Background: an optimization exercise with open tools, aiming at small area and a short achievable clock period. Do not read the settings as production practice. Only simulation tests tie the RTL to the original design; equivalence was not proved. The clock input has no modelled driver; a real chip could not lean on it and would need a root buffer or a full tree. Power figures rest on the tool's default switching activity, not on a simulated workload.

== v26 ==
// adc_correct
module adc_correct (
    input  wire        clk,
    input  wire        rst,           
    input  wire        cfg_we,
    input  wire [4:0]  cfg_addr,      
    input  wire [31:0] cfg_wdata,
    input  wire        swap,          
    output wire        active_half,
    input  wire        in_valid,
    input  wire [15:0] in_code,
    output reg         out_valid,
    output reg  [23:0] out_sample,
    output reg         out_sat
);
Size: ~85 I/O pins, about 70000 sq um of cells after synthesis.
clock: 22.0 ns
lec_check: 0
cap_margin: 20
core_margin: 2
core_utilization: 40
cts_cluster_diameter: 80
cts_cluster_size: 30
slew_margin: 20
standard.sh (not shown) runs the stock make flow with config.mk's settings and CLKGATE_MAP_FILE= SYNTH_SCRIPT=/design/flow/synth_recipe.tcl, a recipe that flattens the netlist after the stock synthesis.
==> flow/flow/run.sh <==
#!/bin/bash
# The standard layout (standard.sh, unchanged synthesis) with two changes to
# how the layout is optimised; the constraints and clock are the standard flow's own:
#  - repair_timing keeps 16.4 ns of extra setup slack (sizes for a ~6 ns period)
#  - the port buffers are buf_4 cells instead of the resizer's default pick
set -euo pipefail
cd "$(dirname "$0")/.."
bash standard.sh SETUP_SLACK_MARGIN=16.4 "BUFFER_PORTS_ARGS=-buffer_cell sky130_fd_sc_hd__buf_4" finish > standard_flow.log 2>&1
Input changes introduced in v22 (baseline for comparison: v26):
- an added GPL_TIMING_DRIVEN of 0
- a change of CTS_CLUSTER_DIAMETER from 80 to 90
- a change of CTS_CLUSTER_SIZE from 30 to 26
--- outcome ---
When v22 is measured against v26, its power dissipated by switching net loads turns out 5.1% higher.
v26 -> v22: via count increased by a few percent
Number of well taps: v22 vs v26 — no meaningful difference
Lower routed length on met2 was reported by v26, not v22.
Lower non-clock buffer count goes to v26 over v22.
Fraction of the cycle the final worst path needs delta for v22 relative to v26: 0.21 points higher
Taking v26 as the reference, in v22 wire length rose 31 mm; placed instance area rose 2.8%; multi-input combinational cell count about even.
Power density of the placed cells down 1.2% in v22 wrt v26
v22 vs. v26: transition time at the pin with the least slew margin went up by 0.21 ns.
What v11 does differently from v22 at the input level:
- CTS_CLUSTER_DIAMETER now 70, was 90
- GPL_TIMING_DRIVEN no longer set, was 0
- CTS_CLUSTER_SIZE now 36, was 26
Results
Status: tap cell instance count parity (v11, v22). v11 vs. v22: minimum setup slack in the final design increased 0.023 ns; post-DP HPWL shows a reduction of 30%; global-route usage lost 3.3 points. v11 vs v22: average wire per standard cell down. Top achievable clock speed for v11: 0.41% up relative to v22. After detailed routing, v22 needs more wire than v11. Relative to v22, the area growth from synthesis to final layout of v11 is lower by 2.1 points. v11 against v22; count of plain and timing-repair buffers is down by more than half.

---

## lane 1
Starting RTL as in the previous note.
clock: 22.0 ns
lec_check: 0
cap_margin: 20
core_margin: 2
core_utilization: 40
cts_cluster_diameter: 90
cts_cluster_size: 26
slew_margin: 20
==> flow/flow/run.sh <==
#!/bin/bash
# The standard layout (standard.sh, unchanged synthesis), with changes to
# how the layout is optimised; the constraints and clock are the standard flow's own:
#  - repair_timing keeps 16.6 ns of extra setup slack (sizes for a ~5.4 ns period)
#  - the port buffers are buf_4 cells instead of the resizer's default pick
#  - after CTS, flow/post_cts.tcl replaces TritonCTS's three-level clock tree
#    with a balanced two-level one (4 roots on the clock port, 20-register
#    leaf clusters) and repairs timing again
set -euo pipefail
cd "$(dirname "$0")/.."
bash standard.sh SETUP_SLACK_MARGIN=16.6 \
  "BUFFER_PORTS_ARGS=-buffer_cell sky130_fd_sc_hd__buf_4" \
  "POST_CTS_TCL=$PWD/flow/post_cts.tcl" \
  finish > standard_flow.log 2>&1
==> flow/flow/post_cts.tcl <==
# POST_CTS hook: replace TritonCTS's three-level clock tree with a balanced
# two-level one.  The clock port drives 4 clkbuf_16 roots; each root drives
# the clkbuf_16 leaves of its quarter of the registers; each leaf drives a
# cluster of at most 20 register clock pins (recursive median bisection of
# the pin positions).  Every register sees the same two buffer levels.
# Timing is then repaired as cts.tcl does and the placement legalised.
source [file join [file dirname [info script]] build_tree.tcl]

proc ct_rip {} {
  set block [ord::get_db_block]
  set clk [$block findNet clk]
  set sinks {}
  set dead_insts {}
  set dead_nets {}
  set frontier [list $clk]
  while {[llength $frontier]} {
    set net [lindex $frontier 0]
    set frontier [lrange $frontier 1 end]
    foreach it [$net getITerms] {
      if {![$it isInputSignal]} continue
      set inst [$it getInst]
      set m [[$inst getMaster] getName]
      if {[regexp {__(clkbuf|clkinv|buf|inv|clkdlybuf\w*|dlygate\w*)_\d+$} $m]} {
        lappend dead_insts $inst
        foreach ot [$inst getITerms] {
          if {[$ot isOutputSignal] && [$ot getNet] ne "NULL"} {
            lappend frontier [$ot getNet]
            lappend dead_nets [$ot getNet]
          }
        }
      } else {
        lappend sinks $it
      }
    }
  }
  puts "ct_rip: [llength $dead_insts] clock tree cells removed, [llength $sinks] sinks"
  foreach it $sinks { $it disconnect }
  foreach inst $dead_insts { odb::dbInst_destroy $inst }
  foreach net $dead_nets { odb::dbNet_destroy $net }
  foreach it $sinks { $it connect $clk }
}

ct_rip
ct_build 4 20
set_propagated_clock [all_clocks]
log_cmd detailed_placement
log_cmd estimate_parasitics -placement
report_clock_latency
repair_timing_helper
log_cmd detailed_placement
check_placement -verbose
log_cmd estimate_parasitics -placement
report_clock_latency
Other scripts of this flow, unchanged in this note and not shown: flow/flow/build_tree.tcl
Input-level comparison between lane 2 and lane 1:
--- a/flow/flow/run.sh
+++ b/flow/flow/run.sh
@@ -5 +5 @@
-#  - the port buffers are buf_4 cells instead of the resizer's default pick
+#  - the port buffers are buf_2 cells instead of the resizer's default pick
@@ -7 +7 @@
-#    with a balanced two-level one (4 roots on the clock port, 20-register
+#    with a balanced two-level one (4 roots on the clock port, 26-register
@@ -12 +12 @@
-  "BUFFER_PORTS_ARGS=-buffer_cell sky130_fd_sc_hd__buf_4" \
+  "BUFFER_PORTS_ARGS=-buffer_cell sky130_fd_sc_hd__buf_2" \
--- a/flow/flow/post_cts.tcl
+++ b/flow/flow/post_cts.tcl
@@ -4 +4 @@
-# cluster of at most 20 register clock pins (recursive median bisection of
+# cluster of at most 26 register clock pins (recursive median bisection of
@@ -44 +44 @@
-ct_build 4 20
+ct_build 4 26
## What came out
- Lane 2 against lane 1; total number of vias is down slightly.
- [lane 2 vs lane 1] post-route standard cell area excluding fillers: lower in lane 2
- Delta (lane 2 minus lane 1): total routing usage reported by global routing shrank by 0.34 points, final core utilization shrank by 1.1 points.
- Largest stage delay on the critical path: lane 2 > lane 1
- Looking at top fanout value on the critical path, lane 2 sits 1 higher than lane 1 does.
- Lane 2 vs lane 1: relative contribution of sequential cells to total power up
- Diff lane 1 -> lane 2: headroom to the max-slew limit shows an increase of 5.4 points, sequential share of layout area went up 1.3 points, wire length down about 0.64%, post-synthesis to final-layout area growth now sits lower.
No run of this note takes its clock network from TritonCTS; it comes from the design's own scripts or RTL.

-- separate check: timing with driven ports --
How much do the figures lean on ideal ports? The routed layouts below were timed once more, with nothing changed but the port constraints.
Step 1 (the two cells are an assumption about what drives the block):
set clk [get_ports {clk}]
set_driving_cell -lib_cell sky130_fd_sc_hd__clkbuf_16 $clk
set_driving_cell -lib_cell sky130_fd_sc_hd__buf_2 [delete_from_list [all_inputs] $clk]
Step 2 adds t to the input delays and takes it off the output delays; t is the mean of the earliest and latest rising clock arrival at the registers after step 1. Input paths then give back, and output paths get back, about the clock's delay inside the block.
a / b / c = ideal / step 1 / step 2; a / b = the first two.
| run | t, ns | setup slack, ns | hold slack, ns | worst setup path at the end | clock arrival spread, ns |
|---|---|---|---|---|---|
| v26 | 0.794 | 16.440 / 16.363 / 16.440 | 0.331 / 0.331 / 0.331 | input to register | 0.070 / 0.070 |
| v22 | 0.822 | 16.394 / 16.309 / 16.413 | 0.336 / 0.336 / 0.336 | register to register | 0.070 / 0.069 |
| v11 | 0.825 | 16.417 / 16.335 / 16.436 | 0.328 / 0.328 / 0.328 | input to register | 0.107 / 0.107 |
| lane 1 | 0.799 | 16.522 / 16.364 / 16.461 | 0.328 / 0.328 / 0.328 | input to register | 0.067 / 0.067 |
| lane 2 | 0.673 | 16.630 / 16.470 / 16.401 | 0.334 / 0.334 / 0.334 | input to register | 0.065 / 0.066 |
After both steps every run listed still meets setup and hold. The setup slack of lane 2, which loses most, moves by -0.160 ns with the drivers and by -0.229 ns with both steps.
